This is an optimization exercise on Yosys and OpenROAD, whose aim is small area, a short achievable clock period and few clock cycles per item, not a production implementation.
In this exercise RTL edits were held to simulation tests only and were not proved equivalent to the original.

==> flow/design.v (outline; a module is shown in full before it is edited, if it fits) <==
// module qg_screen_lane: 723 lines
module qg_screen_lane (
    input  wire         clk,
    input  wire         rst,
    input  wire         in_valid,
    output wire         in_ready,
    input  wire [1:0]   in_fmt,         
    input  wire         in_grey3,       
    input  wire         in_two_rowsets,
    input  wire [7:0]   in_p0,          
    input  wire [7:0]   in_ph,          
    input  wire [7:0]   in_pv,          
    input  wire [7:0]   in_phv,         
    input  wire [15:0]  in_gain,        
    input  wire [111:0] in_theta,       
    input  wire [15:0]  in_mask,        
    input  wire [8:0]   in_share,       
    input  wire         in_zone,        
    input  wire [10:0]  in_k,           
    input  wire [10:0]  in_s,           
    input  wire [11:0]  in_dots2_map,   
    output reg          out_valid,
    output reg  [2:0]   out_logical,
    output reg  [2:0]   out_level,
    output reg          out_rowset,
    output reg          out_pick_b,
    output reg          out_clip
);
  // ...
==> flow/flow/run.sh <==
#!/bin/bash
# Standard layout (standard.sh) with two changes: ABC maps with a delay
# target (flow/abc.script, through flow/synth.tcl), and ports get buf_2
# buffers instead of the default cell.
set -euo pipefail
W=$PWD
bash standard.sh finish SYNTH_SCRIPT=$W/flow/synth.tcl \
  "BUFFER_PORTS_ARGS=-buffer_cell sky130_fd_sc_hd__buf_2" SYNTH_ARGS=-noabc SETUP_SLACK_MARGIN=36.5 > $W/standard.log 2>&1
==> flow/flow/abc.script <==
strash
dch
map -D 6000
buffer
upsize -D 6000
dnsize -D 6000
stime -p
==> flow/flow/synth.tcl <==
# synth_recipe.tcl with ABC's script swapped for flow/abc.script.
proc synth {args} { yosys synth -nofsm -noshare {*}$args }
set ::my_flow_dir [file dirname [file normalize [info script]]]
proc abc {args} {
  set i [lsearch -exact $args -script]
  if {$i >= 0} { set args [lreplace $args $i [expr {$i + 1}] -script $::my_flow_dir/abc.script] }
  set i [lsearch -exact $args -D]
  if {$i >= 0} { set args [lreplace $args $i [expr {$i + 1}]] }
  yosys abc {*}$args
}
source $::env(SCRIPTS_DIR)/synth.tcl
# left out here: clear keep_hierarchy, flatten, clean up, hide names made inside functions, write 1_2_yosys.v
==> flow/standard.sh <==
#!/bin/bash
# synth_recipe.tcl (not shown) runs the flow's synth.tcl, then flattens the netlist and writes it again
# the make line also repeats each setting of config.mk as NAME=value (left out here)
make -C /OpenROAD-flow-scripts/flow DESIGN_CONFIG=/design/flow/config.mk WORK_HOME=/design/flow/orfs CLKGATE_MAP_FILE= SYNTH_SCRIPT=/design/flow/synth_recipe.tcl "${@:-finish}"
==> flow/config.mk <==
export PLATFORM = sky130hd
export DESIGN_NAME = qg_screen_lane
export DESIGN_NICKNAME = qg_screen_lane
export VERILOG_FILES = /design/flow/design.v
export SDC_FILE = /design/flow/constraint.sdc
export NUM_CORES = 4
export LEC_CHECK = 0
export CAP_MARGIN = 20
export CORE_MARGIN = 2
export CORE_UTILIZATION = 40
export PLACE_DENSITY = 0.6
export SLEW_MARGIN = 20
==> flow/constraint.sdc <==
create_clock -name core_clock -period 48.0 [get_ports {clk}]
set_input_delay 9.6000 -clock core_clock [delete_from_list [all_inputs] [get_ports {clk}]]
set_output_delay 9.6000 -clock core_clock [all_outputs]
set_load 0.01 [all_outputs]
==> results.sh, run 1 <==
export IMPL_synth_area_mux_share_pct=0
export IMPL_routed_wirelength_mm=61.0
export IMPL_finalSetupTns_ns=0
export IMPL_crit_end="out_level[1]"
export IMPL_drcViolationCount=0
export IMPL_hpwl_mm=50.6
export IMPL_io_buffers=236
export IMPL_cp_top_family="adder cells"
export IMPL_die_w_um=222
export IMPL_crit_required_ns=48.45
export IMPL_crit_top_cell="fa_1"
export IMPL_nonClkBufAreaFrac_pct=6.55
export IMPL_max_cap_violations=0
export IMPL_top_usage_layer="met2"
export IMPL_period_needed_ns=10.93
export IMPL_clock_fmax_ghz=0.0915
export IMPL_worstSetupStartpoint="s1_us[5]"
export IMPL_synth_warnings=1
export IMPL_ios=238
export IMPL_syn_inst=2272
export IMPL_outcome="finished clean"
export IMPL_hold_slack_ns=0.334
export IMPL_final_common_cell="inv_1"
Testbench counts, summed over its fixed seeds: cycles 40,008, items 40,000.
==> run 2, diff against run 1 <==
--- a/flow/flow/run.sh
+++ b/flow/flow/run.sh
@@ -7,2 +7,2 @@
 bash standard.sh finish SYNTH_SCRIPT=$W/flow/synth.tcl \
-  "BUFFER_PORTS_ARGS=-buffer_cell sky130_fd_sc_hd__buf_2" SYNTH_ARGS=-noabc SETUP_SLACK_MARGIN=36.5 > $W/standard.log 2>&1
+  "BUFFER_PORTS_ARGS=-buffer_cell sky130_fd_sc_hd__buf_1" SYNTH_ARGS=-noabc SETUP_SLACK_MARGIN=37.3 > $W/standard.log 2>&1
--- a/flow/config.mk
+++ b/flow/config.mk
@@ -9,4 +9,5 @@
 export CORE_MARGIN = 2
-export CORE_UTILIZATION = 40
-export PLACE_DENSITY = 0.6
+export CORE_UTILIZATION = 60
+export CTS_BUF_LIST = sky130_fd_sc_hd__clkbuf_8
+export PLACE_DENSITY = 0.75
 export SLEW_MARGIN = 20
==> run 2 against run 1 <==
Compared with the run above: still clean on timing, DRC and antenna; sequential share of layout area shrank 0.24 points; clock skew rose by 0.018 ns; core utilization up 24 points; synthesized area did not move; non-clock buffer count up 33; first-iteration DRC count rose by 50%; worst hold slack worse by 0.0052 ns; critical path depth down 46; critical endpoint is now out_logical[2]; highest routed layer unchanged.
==> results.sh, run 2 <==
export IMPL_outcome="finished clean"
export IMPL_setup_ws_ns=37.35
export IMPL_place_area_sq_um=20300
export IMPL_cts_sinks=216
export IMPL_track_usage_pct=36.9
export IMPL_first_iter_violations=2099
export IMPL_syn_nets=2845
export IMPL_syn_area_per_cell_sq_um=8.35
export IMPL_path_clk_slew_ns=0.06
export IMPL_cp_end_kind="output pin"
export IMPL_grt_pass1_wl_mm=93.8
export IMPL_synth_edf_count=0
export IMPL_reg_top3="s1_theta x112, s1_us x40, s1_gain x16"
export IMPL_dp_slack_ns=35.74
export IMPL_ys_ff_latch=216
export IMPL_final_util_pct=71.0
export IMPL_largest_reg_flops=112
export IMPL_period_needed_ns=10.65
export IMPL_cp_top_family="flip-flops"
export IMPL_clock_fmax_ghz=0.0939
export IMPL_yosysSeqAreaShare_pct=22.8
export IMPL_register_area_sq_um=4330
export IMPL_path_cells="clkbuf_2"
export IMPL_worstSetupPathType="flop to output pin"
export IMPL_start_kind="flop"
export IMPL_coreArea_sq_um=31400
export IMPL_layout_drive_gt1_share_pct=11.0
export IMPL_hold_path_class="flop to flop"
export IMPL_synth_common_cells="340 x inv_1, 324 x nor2_1, 266 x fa_1"
export IMPL_grt_max_degree=34
export IMPL_finalWeightedCongestion=0.970
export IMPL_final_common_cell="inv_1"
export IMPL_vias=18054
export IMPL_slowest_stage="dfxtp_1"
export IMPL_drtPass1Iterations=7
export IMPL_synth_warnings=1
export IMPL_hpwl_mm=47.4
export IMPL_synth_top_family_by_area="adder cells"
export IMPL_overflow=0
export IMPL_synth_ff_type="dfxtp_1"
export IMPL_vias_per_cell=6.06
export IMPL_synth_adder_area_share_pct=33.4
export IMPL_final_period_utilization_pct=22.2
export IMPL_nFillCells=2499
export IMPL_synth_area_mux_share_pct=0
export IMPL_synthArstFlopShare_pct=0
export IMPL_grt_setup_unrepaired="yes"
export IMPL_cts_hold_buf=0
export IMPL_grt_pass1_vias=17801
export IMPL_die_w_um=182
export IMPL_finalSetupTns_ns=0
export IMPL_rows=65
export IMPL_synth_most_common_cell="inv_1"
export IMPL_root_buffer="clkbuf_8"
export IMPL_yosysUniqueCellTypes=48
export IMPL_path_max_fanout=1
export IMPL_synth_xor_area_share_pct=4.34
export IMPL_cts_buffer_depth=3
export IMPL_start_util_pct=60.5
export IMPL_final_area_sq_um=22300
export IMPL_synth_simple_area_share_pct=15.6
export IMPL_ios=238
export IMPL_yosys_area_top_type="fa_1"
export IMPL_max_slew_margin_pct=36.5
export IMPL_die_area_sq_um=33100
export IMPL_routed_wirelength_mm=61.8
export IMPL_drcViolationCount=0
export IMPL_top_register="s1_theta"
export IMPL_syn_inst=2272
export IMPL_synth_top_area_share_pct=28.1
export IMPL_max_stage_delay_ns=0.34
export IMPL_antenna_left=0
export IMPL_final_cell_mix="329 x inv_1, 308 x nor2_1, 234 x fa_1"
export IMPL_synth_compound_area_share_pct=15.9
export IMPL_wl_per_cell_um=20.8
export IMPL_tritoncts="done"
export IMPL_cts_made_buffers=35
export IMPL_die_h_um=182
export IMPL_finalMaxSlewViolations=0
export IMPL_tightest_slew_ns=0.949
export IMPL_max_cap_violations=0
export IMPL_area_delta_synth_final_pct=17.4
export IMPL_clkLatencyLatePin_ns=0.60
export IMPL_antenna_found_initial=0
export IMPL_finish_net_count=3127
export IMPL_fin_skew_ns=0.0259
export IMPL_setup_violations=0
export IMPL_hold_viol=0
export IMPL_io_buffers=236
export IMPL_multiInputGateArea_sq_um=13800
export IMPL_yosys_top_cells_area="fa_1 28%, dfxtp_1 23%, inv_1 6.7%"
export IMPL_crit_required_ns=38.40
export IMPL_ctsHtreeMaxLevel=2
export IMPL_arrival_ns=1.05
export IMPL_n_antenna_cell=0
export IMPL_syn_cell_area_sq_um=19000
export IMPL_critPathBufInv=1
==> run 2: cell type report <==
class | count | share of cell area, %
clock buffers | 41 | 2.53
flip-flops and latches | 216 | 19.4
well taps | 402 | 2.26
repair buffers | 297 | 6.77
inverters | 349 | 6.22
repair inverters | 1 | 0.0225
clock inverters | 17 | 0.668
multi-input cells | 1654 | 62.1
==> run 2: final timing paths <==
check / cells past startpoint / slack [ns] / from / to
worst max-delay path: 1 / 37.35 / out_logical[2] / out_logical[2]
worst min-delay path: 0 / 0.33 / s1_rowset / out_rowset
worst max register to register: 37 / 37.40 / s1_us[5] / out_level[1]
worst min register to register: 0 / 0.33 / s1_rowset / out_rowset
==> run 2: through the flow <==
step	std cells	hold WS (ns)
global route	2977	0.346
floorplan	2272	0.310
global placement	2868	0.313
CTS	2948	0.332
detailed placement	2869	0.318
finish	2977	0.329
==> run 2: routing by layer <==
metal	up-vias	GRT usage, %	wire length [um]
met4	0	20.3	3870
met5	-	0	0
met2	1196	60.4	28500
met1	8525	46.5	23100
met3	259	7.14	6400
li1	8074	-	-
==> run 2: kinds of logic after synthesis <==
logic type / count (synthesis)
XOR/XNOR: 94
other: 1
buffers and inverters: 402
adder cells (fa/ha/maj): 348
flip-flops: 216
AND/OR/NAND/NOR: 719
AO/OA/AOI/OAI: 492
==> run 2: repair_timing <==
action	4_1_cts	5_1_grt
gates resized for setup	87	146
pin swaps	5	56
setup buffers	18	27
endpoints found under the setup margin	35	5
cloned	3	2
==> run 3, diff against run 2 <==
--- a/flow/config.mk
+++ b/flow/config.mk
@@ -9,5 +9,5 @@
 export CORE_MARGIN = 2
-export CORE_UTILIZATION = 60
+export CORE_UTILIZATION = 70
 export CTS_BUF_LIST = sky130_fd_sc_hd__clkbuf_8
-export PLACE_DENSITY = 0.75
+export PLACE_DENSITY = 0.85
 export SLEW_MARGIN = 20
==> run 3 against run 2 <==
Compared with the run above: wire length rose by 18%; clock-buffer cell count did not move; synthesized area did not move; via count rose by 10%; synthesized cell count did not move; critical endpoint is now out_level[1].
==> results.sh, run 3 <==
export IMPL_outcome="finished clean"
export IMPL_clock_fmax_ghz=0.0921
export IMPL_path_clk_slew_ns=0.06
export IMPL_drcViolationCount=0
export IMPL_first_iter_violations=3306
export IMPL_yosys_area_top_type="fa_1"
export IMPL_final_cell_mix="333 x inv_1, 299 x nor2_1, 233 x buf_1"
export IMPL_finalMaxSlewViolations=0
export IMPL_tritoncts="done"
export IMPL_reg2reg_depth=49
export IMPL_track_usage_pct=48.3
export IMPL_cts_buffer_depth=3
export IMPL_syn_nets=2845
export IMPL_synth_adder_area_share_pct=33.4
export IMPL_hpwl_mm=49.8
export IMPL_wl_per_cell_um=24.9
export IMPL_yosysUniqueCellTypes=48
export IMPL_cp_end_kind="flop"
export IMPL_whs_path_depth=0
export IMPL_synth_compound_area_share_pct=15.9
export IMPL_tightest_slew_ns=0.956
export IMPL_synth_area_mux_share_pct=0
export IMPL_synth_xor_area_share_pct=4.34
export IMPL_final_common_cell="inv_1"
export IMPL_slowest_stage="fa_1"
export IMPL_multiInputGateArea_sq_um=14100
export IMPL_final_period_utilization_pct=22.6
export IMPL_finish_net_count=3144
export IMPL_setup_violations=0
export IMPL_syn_cell_area_sq_um=19000
export IMPL_largest_reg_flops=112
export IMPL_ctsHtreeMaxLevel=2
export IMPL_synthArstFlopShare_pct=0
export IMPL_ys_ff_latch=216
export IMPL_worstSetupPathType="flop to flop"
export IMPL_start_util_pct=70.8
export IMPL_layout_drive_gt1_share_pct=13.4
export IMPL_clkLatencyLatePin_ns=0.65
export IMPL_synth_edf_count=0
export IMPL_finalSetupTns_ns=0
export IMPL_synth_common_cells="340 x inv_1, 324 x nor2_1, 266 x fa_1"
export IMPL_yosys_top_cells_area="fa_1 28%, dfxtp_1 23%, inv_1 6.7%"
export IMPL_area_delta_synth_final_pct=19.2
export IMPL_yosysSeqAreaShare_pct=22.8
export IMPL_synth_ff_type="dfxtp_1"
export IMPL_top_register="s1_theta"
export IMPL_hold_path_class="flop to flop"
export IMPL_grt_pass1_vias=19387
export IMPL_synth_top_area_share_pct=28.1
export IMPL_arrival_ns=11.28
export IMPL_period_needed_ns=10.86
export IMPL_max_cap_violations=0
export IMPL_hold_viol=0
export IMPL_die_h_um=169
export IMPL_final_util_pct=84.4
export IMPL_drtPass1Iterations=12
export IMPL_io_buffers=236
export IMPL_vias_per_cell=6.78
export IMPL_synth_top_family_by_area="adder cells"
export IMPL_antenna_left=0
export IMPL_path_max_fanout=14
export IMPL_finalWeightedCongestion=1.10
export IMPL_die_area_sq_um=28400
export IMPL_synth_most_common_cell="inv_1"
export IMPL_start_kind="flop"
export IMPL_synth_simple_area_share_pct=15.6
export IMPL_cts_made_buffers=35
export IMPL_antenna_found_initial=1
export IMPL_reg_top3="s1_theta x112, s1_us x40, s1_gain x16"
export IMPL_nFillCells=1476
export IMPL_die_w_um=169
export IMPL_ios=238
export IMPL_vias=19920
export IMPL_syn_area_per_cell_sq_um=8.35
export IMPL_grt_pass1_wl_mm=104
export IMPL_register_area_sq_um=4330
export IMPL_overflow=0
export IMPL_max_stage_delay_ns=0.74
export IMPL_coreArea_sq_um=26800
export IMPL_syn_inst=2272
export IMPL_cts_sinks=216
export IMPL_crit_required_ns=48.42
export IMPL_routed_wirelength_mm=73.2
export IMPL_fin_skew_ns=0.109
export IMPL_rows=60
export IMPL_grt_max_degree=34
export IMPL_crit_top_cell="fa_1"
export IMPL_max_slew_margin_pct=36.1
export IMPL_synth_warnings=1
export IMPL_root_buffer="clkbuf_8"
export IMPL_grt_setup_unrepaired="yes"
[run 3: cell count changes in the layout (fill, tap and decap cells not counted), moves of 5 or more]
| cell | change |
|---|---|
| a21oi_1 | -5 |
| a21oi_2 | +5 |
| buf_4 | +13 |
| clkinv_2 | +5 |
| fa_1 | -7 |
| fa_2 | +7 |
| nor2_1 | -9 |
| nor2_2 | +7 |
| o21ai_0 | -7 |
| o21ai_2 | +6 |
| o22ai_1 | -6 |
| o22ai_2 | +5 |
[run 3: final cells by class]
| cell class | count | share of cell area [%] |
|---|---|---|
| antenna | 2 | 0.0221 |
| tap | 341 | 1.89 |
| clock buffer | 41 | 2.49 |
| sequential | 216 | 19.1 |
| inverter | 349 | 6.11 |
| clock inverter | 22 | 0.675 |
| multi-input combinational | 1654 | 62.5 |
| timing repair buffer | 312 | 7.07 |
| timing repair inverter | 3 | 0.0885 |
[run 3: path summary, 6_finish.rpt]
path | start | endpoint | slack (ns)
worst min register to register | s1_rowset | out_rowset | 0.35
worst min-delay path | s1_rowset | out_rowset | 0.35
worst max register to register | s1_us[9] | out_level[1] | 37.14
worst max-delay path | s1_us[9] | out_level[1] | 37.14
[run 3: routing by layer]
layer	part of all wire, %	up-vias	global-route usage [%]
li1	-	8127	-
met2	43	1931	75.3
met4	10	8	34.8
met3	15	685	16.0
met5	0.24	-	0.696
met1	31	9169	56.1
[run 3: repair_timing]
action | 4_1_cts | 5_1_grt
hold buffers | 0 | 0
setup endpoints to repair | 36 | 19
cloned | 5 | 0
pin swaps | 12 | 71
buffers inserted | 26 | 36
gates resized for setup | 106 | 195
[run 3: cells by family after synthesis]
family	Yosys count
adders and majority gates	348
xor gates and xnor gates	94
and+or+nand+nor	719
AOI/OAI and AO/OA	492
other	1
DFF	216
buffers and inverters	402
[run 3: critical path, delay by kind of cell (launching register included)]
| kind | cells | cell delay, ns |
|---|---|---|
| buffers and inverters | 10 | 1.10 |
| AND/OR/NAND/NOR | 20 | 2.03 |
| AO/OA/AOI/OAI | 6 | 1.69 |
| adder cells (fa/ha/maj) | 13 | 5.55 |
| flip-flops | 1 | 0.32 |
[run 3: per-stage QoR]
stage                     worst slack (ns)  instance area [sq um]  hold slack (ns)  instances
after floorplan                      37.28                  19000            0.310       2272
after detailed placement             35.58                  20200            0.337       2808
after CTS                            37.19                  21600            0.351       2902
after global routing                 36.86                  22600            0.358       2938
after global placement               36.00                  20200            0.310       2808
final                                37.14                  22600            0.346       2940
==> run 4, diff against run 3 <==
--- a/flow/flow/run.sh
+++ b/flow/flow/run.sh
@@ -7,2 +7,2 @@
 bash standard.sh finish SYNTH_SCRIPT=$W/flow/synth.tcl \
-  "BUFFER_PORTS_ARGS=-buffer_cell sky130_fd_sc_hd__buf_1" SYNTH_ARGS=-noabc SETUP_SLACK_MARGIN=37.3 > $W/standard.log 2>&1
+  "BUFFER_PORTS_ARGS=-buffer_cell sky130_fd_sc_hd__buf_1" SYNTH_ARGS=-noabc SETUP_SLACK_MARGIN=37.6 > $W/standard.log 2>&1
--- a/flow/config.mk
+++ b/flow/config.mk
@@ -9,5 +9,5 @@
 export CORE_MARGIN = 2
-export CORE_UTILIZATION = 70
+export CORE_UTILIZATION = 60
 export CTS_BUF_LIST = sky130_fd_sc_hd__clkbuf_8
-export PLACE_DENSITY = 0.85
+export PLACE_DENSITY = 0.75
 export SLEW_MARGIN = 20
==> run 4 against run 3 <==
Compared with the run above: non-clock buffer count decreased by 2; critical endpoint is now out_level[2]; global-route usage decreased by 10 points; sequential cell count unchanged; register-to-register slack improved by 0.47 ns; fmax increased by 2.1%; core utilization decreased by 11 points; cell area increased by 1.3%.
==> results.sh, run 4 <==
export IMPL_tightest_slew_ns=0.876
export IMPL_drcViolationCount=0
export IMPL_root_buffer="clkbuf_8"
export IMPL_drtPass1Iterations=12
export IMPL_synth_common_cells="340 x inv_1, 324 x nor2_1, 266 x fa_1"
export IMPL_yosys_area_top_type="fa_1"
export IMPL_grt_pass1_vias=18058
export IMPL_ctsHtreeMaxLevel=2
export IMPL_setup_violations=0
export IMPL_path_max_fanout=1
export IMPL_cts_sinks=216
export IMPL_die_w_um=182
export IMPL_syn_cell_area_sq_um=19000
export IMPL_hpwl_mm=48.1
export IMPL_arrival_ns=1.04
export IMPL_hold_path_class="flop to flop"
export IMPL_outcome="finished clean"
export IMPL_finalSetupTns_ns=0
export IMPL_path_clk_slew_ns=0.06
export IMPL_ys_ff_latch=216
export IMPL_grt_pass1_wl_mm=96.3
export IMPL_syn_area_per_cell_sq_um=8.35
export IMPL_slowest_stage="dfxtp_2"
export IMPL_clkLatencyLatePin_ns=0.61
export IMPL_finalMaxSlewViolations=0
export IMPL_final_cell_mix="324 x inv_1, 304 x nor2_1, 223 x buf_1"
export IMPL_period_needed_ns=10.64
export IMPL_grt_setup_unrepaired="yes"
export IMPL_die_h_um=182
export IMPL_max_cap_violations=0
export IMPL_hold_slack_ns=0.326
export IMPL_critPathBufInv=1
export IMPL_overflow=0
export IMPL_io_buffers=236
export IMPL_fin_skew_ns=0.0728
export IMPL_crit_required_ns=38.40
export IMPL_synth_top_area_share_pct=28.1
export IMPL_yosysUniqueCellTypes=48
export IMPL_cp_top_family="flip-flops"
export IMPL_finalWeightedCongestion=0.976
export IMPL_final_util_pct=73.0
export IMPL_path_cells="buf_6"
export IMPL_cts_made_buffers=37
export IMPL_tritoncts="done"
export IMPL_start_util_pct=60.5
export IMPL_top_register="s1_theta"
export IMPL_synthArstFlopShare_pct=0
export IMPL_yosysSeqAreaShare_pct=22.8
export IMPL_area_delta_synth_final_pct=20.7
export IMPL_coreArea_sq_um=31400
export IMPL_vias=18143
export IMPL_cts_hold_buf=0
export IMPL_syn_nets=2845
export IMPL_die_area_sq_um=33100
export IMPL_grt_max_degree=34
export IMPL_rows=65
export IMPL_max_slew_margin_pct=41.5
export IMPL_first_iter_violations=2168
export IMPL_largest_reg_flops=112
export IMPL_n_antenna_cell=0
export IMPL_nFillCells=2423
export IMPL_synth_most_common_cell="inv_1"
export IMPL_max_stage_delay_ns=0.36
export IMPL_layout_drive_gt1_share_pct=15.0
export IMPL_vias_per_cell=6.06
export IMPL_routed_wirelength_mm=62.9
export IMPL_yosys_top_cells_area="fa_1 28%, dfxtp_1 23%, inv_1 6.7%"
export IMPL_finish_net_count=3144
export IMPL_synth_warnings=1
export IMPL_hold_viol=0
export IMPL_cts_buffer_depth=3
export IMPL_synth_ff_type="dfxtp_1"
export IMPL_antenna_found_initial=0
export IMPL_start_kind="flop"
export IMPL_antenna_left=0
export IMPL_ios=238
export IMPL_final_common_cell="inv_1"
export IMPL_wl_per_cell_um=21.0
export IMPL_final_period_utilization_pct=22.2
export IMPL_reg_top3="s1_theta x112, s1_us x40, s1_gain x16"
export IMPL_synth_edf_count=0
export IMPL_cp_end_kind="output pin"
export IMPL_clock_fmax_ghz=0.0940
export IMPL_track_usage_pct=37.9
export IMPL_worstSetupPathType="flop to output pin"
export IMPL_syn_inst=2272
==> run 4: path summary, 6_finish.rpt <==
path | from | to | slack [ns] | cells past startpoint
hold reg to reg | s1_rowset | out_rowset | 0.33 | 0
setup / recovery | out_level[2] | out_level[2] | 37.36 | 1
setup reg to reg | s1_us[11] | out_level[1] | 37.61 | 45
hold / removal | s1_rowset | out_rowset | 0.33 | 0
==> run 4: cell type report <==
class,count,area (sq um),area share (%)
clock buffer,46,633,2.76
clock inverter,15,110,0.480
inverter,349,1400,6.12
multi-input combinational,1655,14300,62.3
sequential,216,4330,18.9
tap,402,503,2.19
timing repair buffer,310,1650,7.21
timing repair inverter,2,15.0,0.0655
==> run 4: kinds of logic after synthesis <==
kind of cell,synth area share [%]
AND/OR/NAND/NOR,15.6
AO/OA/AOI/OAI,15.9
buffers and inverters,7.97
adder cells (fa/ha/maj),33.4
flip-flops,22.8
XOR/XNOR,4.34
other,0.0198
==> run 4: routing by layer <==
layer | up-vias | routed length [um] | track usage, %
met3 | 254 | 6720 | 8.22
met5 | - | 0 | 0
met4 | 0 | 3550 | 19.2
met1 | 8588 | 24000 | 48.9
li1 | 8111 | - | -
met2 | 1190 | 28600 | 60.8
==> run 4: what timing repair did <==
item | CTS | global route
resized for setup | 138 | 150
pin swaps | 16 | 66
endpoints found under the setup margin | 33 | 16
gates cloned | 5 | 1
setup buffers | 21 | 34
==> run 4: metrics by stage <==
stage	std cells	worst slack [ns]	instance area (sq um)
after floorplan	2272	37.37	19300
after global placement	2873	36.30	20600
after detailed placement	2873	35.79	20600
after CTS	2960	37.33	22100
after global routing	2995	37.26	22900
final	2995	37.36	22900
==> run 5, diff against run 4 <==
--- a/flow/flow/run.sh
+++ b/flow/flow/run.sh
@@ -7,2 +7,2 @@
 bash standard.sh finish SYNTH_SCRIPT=$W/flow/synth.tcl \
-  "BUFFER_PORTS_ARGS=-buffer_cell sky130_fd_sc_hd__buf_1" SYNTH_ARGS=-noabc SETUP_SLACK_MARGIN=37.6 > $W/standard.log 2>&1
+  "BUFFER_PORTS_ARGS=-buffer_cell sky130_fd_sc_hd__buf_2" SYNTH_ARGS=-noabc SETUP_SLACK_MARGIN=37.3 > $W/standard.log 2>&1
--- a/flow/config.mk
+++ b/flow/config.mk
@@ -9,5 +9,4 @@
 export CORE_MARGIN = 2
-export CORE_UTILIZATION = 60
-export CTS_BUF_LIST = sky130_fd_sc_hd__clkbuf_8
-export PLACE_DENSITY = 0.75
+export CORE_UTILIZATION = 40
+export PLACE_DENSITY = 0.6
 export SLEW_MARGIN = 20
==> run 5 against run 4 <==
Compared with the run above: largest cell class unchanged; first-iteration DRC count down 32%; critical path type unchanged; via count decreased by 4.5%; worst hold slack improved by 0.0019 ns; still clean on timing, DRC and antenna.
==> results.sh, run 5 <==
export IMPL_clock_fmax_ghz=0.0941
export IMPL_cts_sinks=216
export IMPL_die_w_um=222
export IMPL_ios=238
export IMPL_rows=79
export IMPL_drcViolationCount=0
export IMPL_grt_pass1_vias=17490
export IMPL_grt_pass1_wl_mm=96.9
export IMPL_synth_ff_type="dfxtp_1"
export IMPL_path_max_fanout=1
export IMPL_die_area_sq_um=49200
export IMPL_placedCellCount=3078
export IMPL_critPathBufInv=1
export IMPL_max_slew_margin_pct=43.2
export IMPL_max_cap_violations=0
export IMPL_path_clk_slew_ns=0.06
export IMPL_reg_top3="s1_theta x112, s1_us x40, s1_gain x16"
export IMPL_final_cell_mix="324 x inv_1, 307 x nor2_1, 236 x buf_2"
export IMPL_slowest_stage="dfxtp_1"
export IMPL_synth_most_common_cell="inv_1"
export IMPL_io_buffers=236
export IMPL_yosys_area_top_type="fa_1"
export IMPL_max_stage_delay_ns=0.35
export IMPL_drtPass1Iterations=6
export IMPL_tritoncts="done"
export IMPL_syn_inst=2272
export IMPL_hold_start="s1_rowset"
export IMPL_cts_hold_buf=0
export IMPL_period_needed_ns=10.63
export IMPL_arrival_ns=1.03
export IMPL_root_buffer="clkbuf_16"
export IMPL_top_register="s1_theta"
export IMPL_setup_violations=0
export IMPL_area_delta_synth_final_pct=21.2
export IMPL_multiInputGateArea_sq_um=14000
export IMPL_hpwl_mm=50.7
export IMPL_start_kind="flop"
export IMPL_largest_reg_flops=112
export IMPL_syn_area_per_cell_sq_um=8.35
export IMPL_layout_drive_gt1_share_pct=20.9
export IMPL_syn_nets=2845
export IMPL_register_area_sq_um=4320
export IMPL_antenna_found_initial=1
export IMPL_grt_max_degree=34
export IMPL_finalSetupTns_ns=0
export IMPL_ctsHtreeMaxLevel=1
export IMPL_die_h_um=222
export IMPL_outcome="finished clean"
export IMPL_cts_buffer_depth=3
export IMPL_crit_required_ns=38.40
export IMPL_cp_top_family="flip-flops"
export IMPL_hold_path_class="flop to flop"
export IMPL_hold_viol=0
export IMPL_cp_end_kind="output pin"
export IMPL_grt_setup_unrepaired="no"
export IMPL_syn_cell_area_sq_um=19000
export IMPL_start_util_pct=40.7
export IMPL_antenna_left=0
export IMPL_final_cells=3167
export IMPL_coreArea_sq_um=46700
export IMPL_n_antenna_cell=0
export IMPL_track_usage_pct=25.1
export IMPL_synth_warnings=1
export IMPL_synth_top_area_share_pct=28.1
export IMPL_vias_per_cell=5.47
export IMPL_final_common_cell="inv_1"
export IMPL_synth_edf_count=0
export IMPL_ys_ff_latch=216
export IMPL_finish_net_count=3117
export IMPL_rrSetupSlack_ns=37.66
export IMPL_tightest_slew_ns=0.850
export IMPL_synthArstFlopShare_pct=0
export IMPL_yosys_top_cells_area="fa_1 28%, dfxtp_1 23%, inv_1 6.7%"
export IMPL_overflow=0
export IMPL_worstSetupStartpoint="out_logical[1]"
export IMPL_finalMaxSlewViolations=0
export IMPL_worstSetupPathType="flop to output pin"
export IMPL_clkLatencyLatePin_ns=0.53
export IMPL_synth_common_cells="340 x inv_1, 324 x nor2_1, 266 x fa_1"
export IMPL_path_cells="buf_2"
export IMPL_cts_made_buffers=23
export IMPL_wl_per_cell_um=19.9
export IMPL_vias=17334
export IMPL_rr_startpoint="s1_us[9]"
export IMPL_nFillCells=4476
export IMPL_final_period_utilization_pct=22.1
export IMPL_fin_skew_ns=0.0104
export IMPL_routed_wirelength_mm=63.0
export IMPL_yosysSeqAreaShare_pct=22.8
export IMPL_finalWeightedCongestion=0.952
export IMPL_first_iter_violations=1485
export IMPL_yosysUniqueCellTypes=48
## run 5: cell counts after synthesis
No cell type changed its count.
## run 5: stage by stage
stage	instance area (sq um)	hold WS, ns	utilization [%]	setup slack (ns)
6_report	23000	0.328	49.3	37.37
5_1_grt	23000	0.343	49.3	37.21
4_1_cts	21900	0.333	47.0	37.30
3_5_place_dp	20800	0.320	44.7	36.08
3_3_place_gp	20800	0.313	44.7	36.33
2_1_floorplan	19000	0.310	-	37.28
## run 5: cell type report
cell class,count,share of cell area (%)
multi-input cells,1654,60.9
flip-flops and latches,216,18.8
repair buffers,299,7.73
inverters,349,5.98
well taps,607,3.30
clock buffers,27,2.65
clock inverters,14,0.642
repair inverters,1,0.0217
## run 5: what timing repair did
item | in CTS | in global routing
cloned | 1 | 3
resized for setup | 74 | 173
pin swaps | 3 | 65
setup buffers | 8 | 36
endpoints found under the setup margin | 3 | 3
## run 5: worst paths after layout
check	endpoint	cells after the start
max	out_logical[1]	1
min	out_rowset	0
min reg2reg	out_rowset	0
max reg2reg	out_level[1]	47
## run 5: layer usage
layer	routed length (um)	GRT usage, %	up-vias
li1	-	-	8059
met1	26200	33.1	8346
met2	29900	42.1	771
met3	4600	3.74	158
met4	2380	8.78	0
met5	0	0	-
## run 5: cell families after synthesis
logic type                 after synthesis  synth area share [%]
xor gates and xnor gates                94                  4.34
DFF                                    216                  22.8
buffers and inverters                  402                  7.97
and+or+nand+nor                        719                  15.6
other                                    1                0.0198
AOI/OAI and AO/OA                      492                  15.9
adders and majority gates              348                  33.4

-- what the ideal ports hide --
Ports are ideal in the flow. The routed layouts listed here were re-timed in OpenROAD. Step 1 (the two cells are an assumption about what drives the block):
set clk [get_ports {clk}]
set_driving_cell -lib_cell sky130_fd_sc_hd__clkbuf_16 $clk
set_driving_cell -lib_cell sky130_fd_sc_hd__buf_2 [delete_from_list [all_inputs] $clk]
Step 2 moves the port delays by t, midway between the first and last clock arrival at a register: inputs arrive t later, outputs are due t later. That takes back most of the time a late clock gives input paths. a / b / c = ideal ports / drivers / drivers and shift; a / b = the first two.
run	t, ns	setup slack, ns	worst setup path after step 2
run 1	0.582	37.075 / 37.075 / 36.974	input to register
run 2	0.635	37.346 / 37.294 / 36.840	input to register
run 3	0.641	37.139 / 37.139 / 36.840	input to register
run 4	0.624	37.362 / 37.309 / 37.067	input to register
run 5	0.587	37.370 / 37.311 / 36.996	input to register
After both steps setup and hold are still met in every run listed. The setup slack of run 2, which loses most, moves by -0.052 ns with the drivers and by -0.506 ns with both steps.
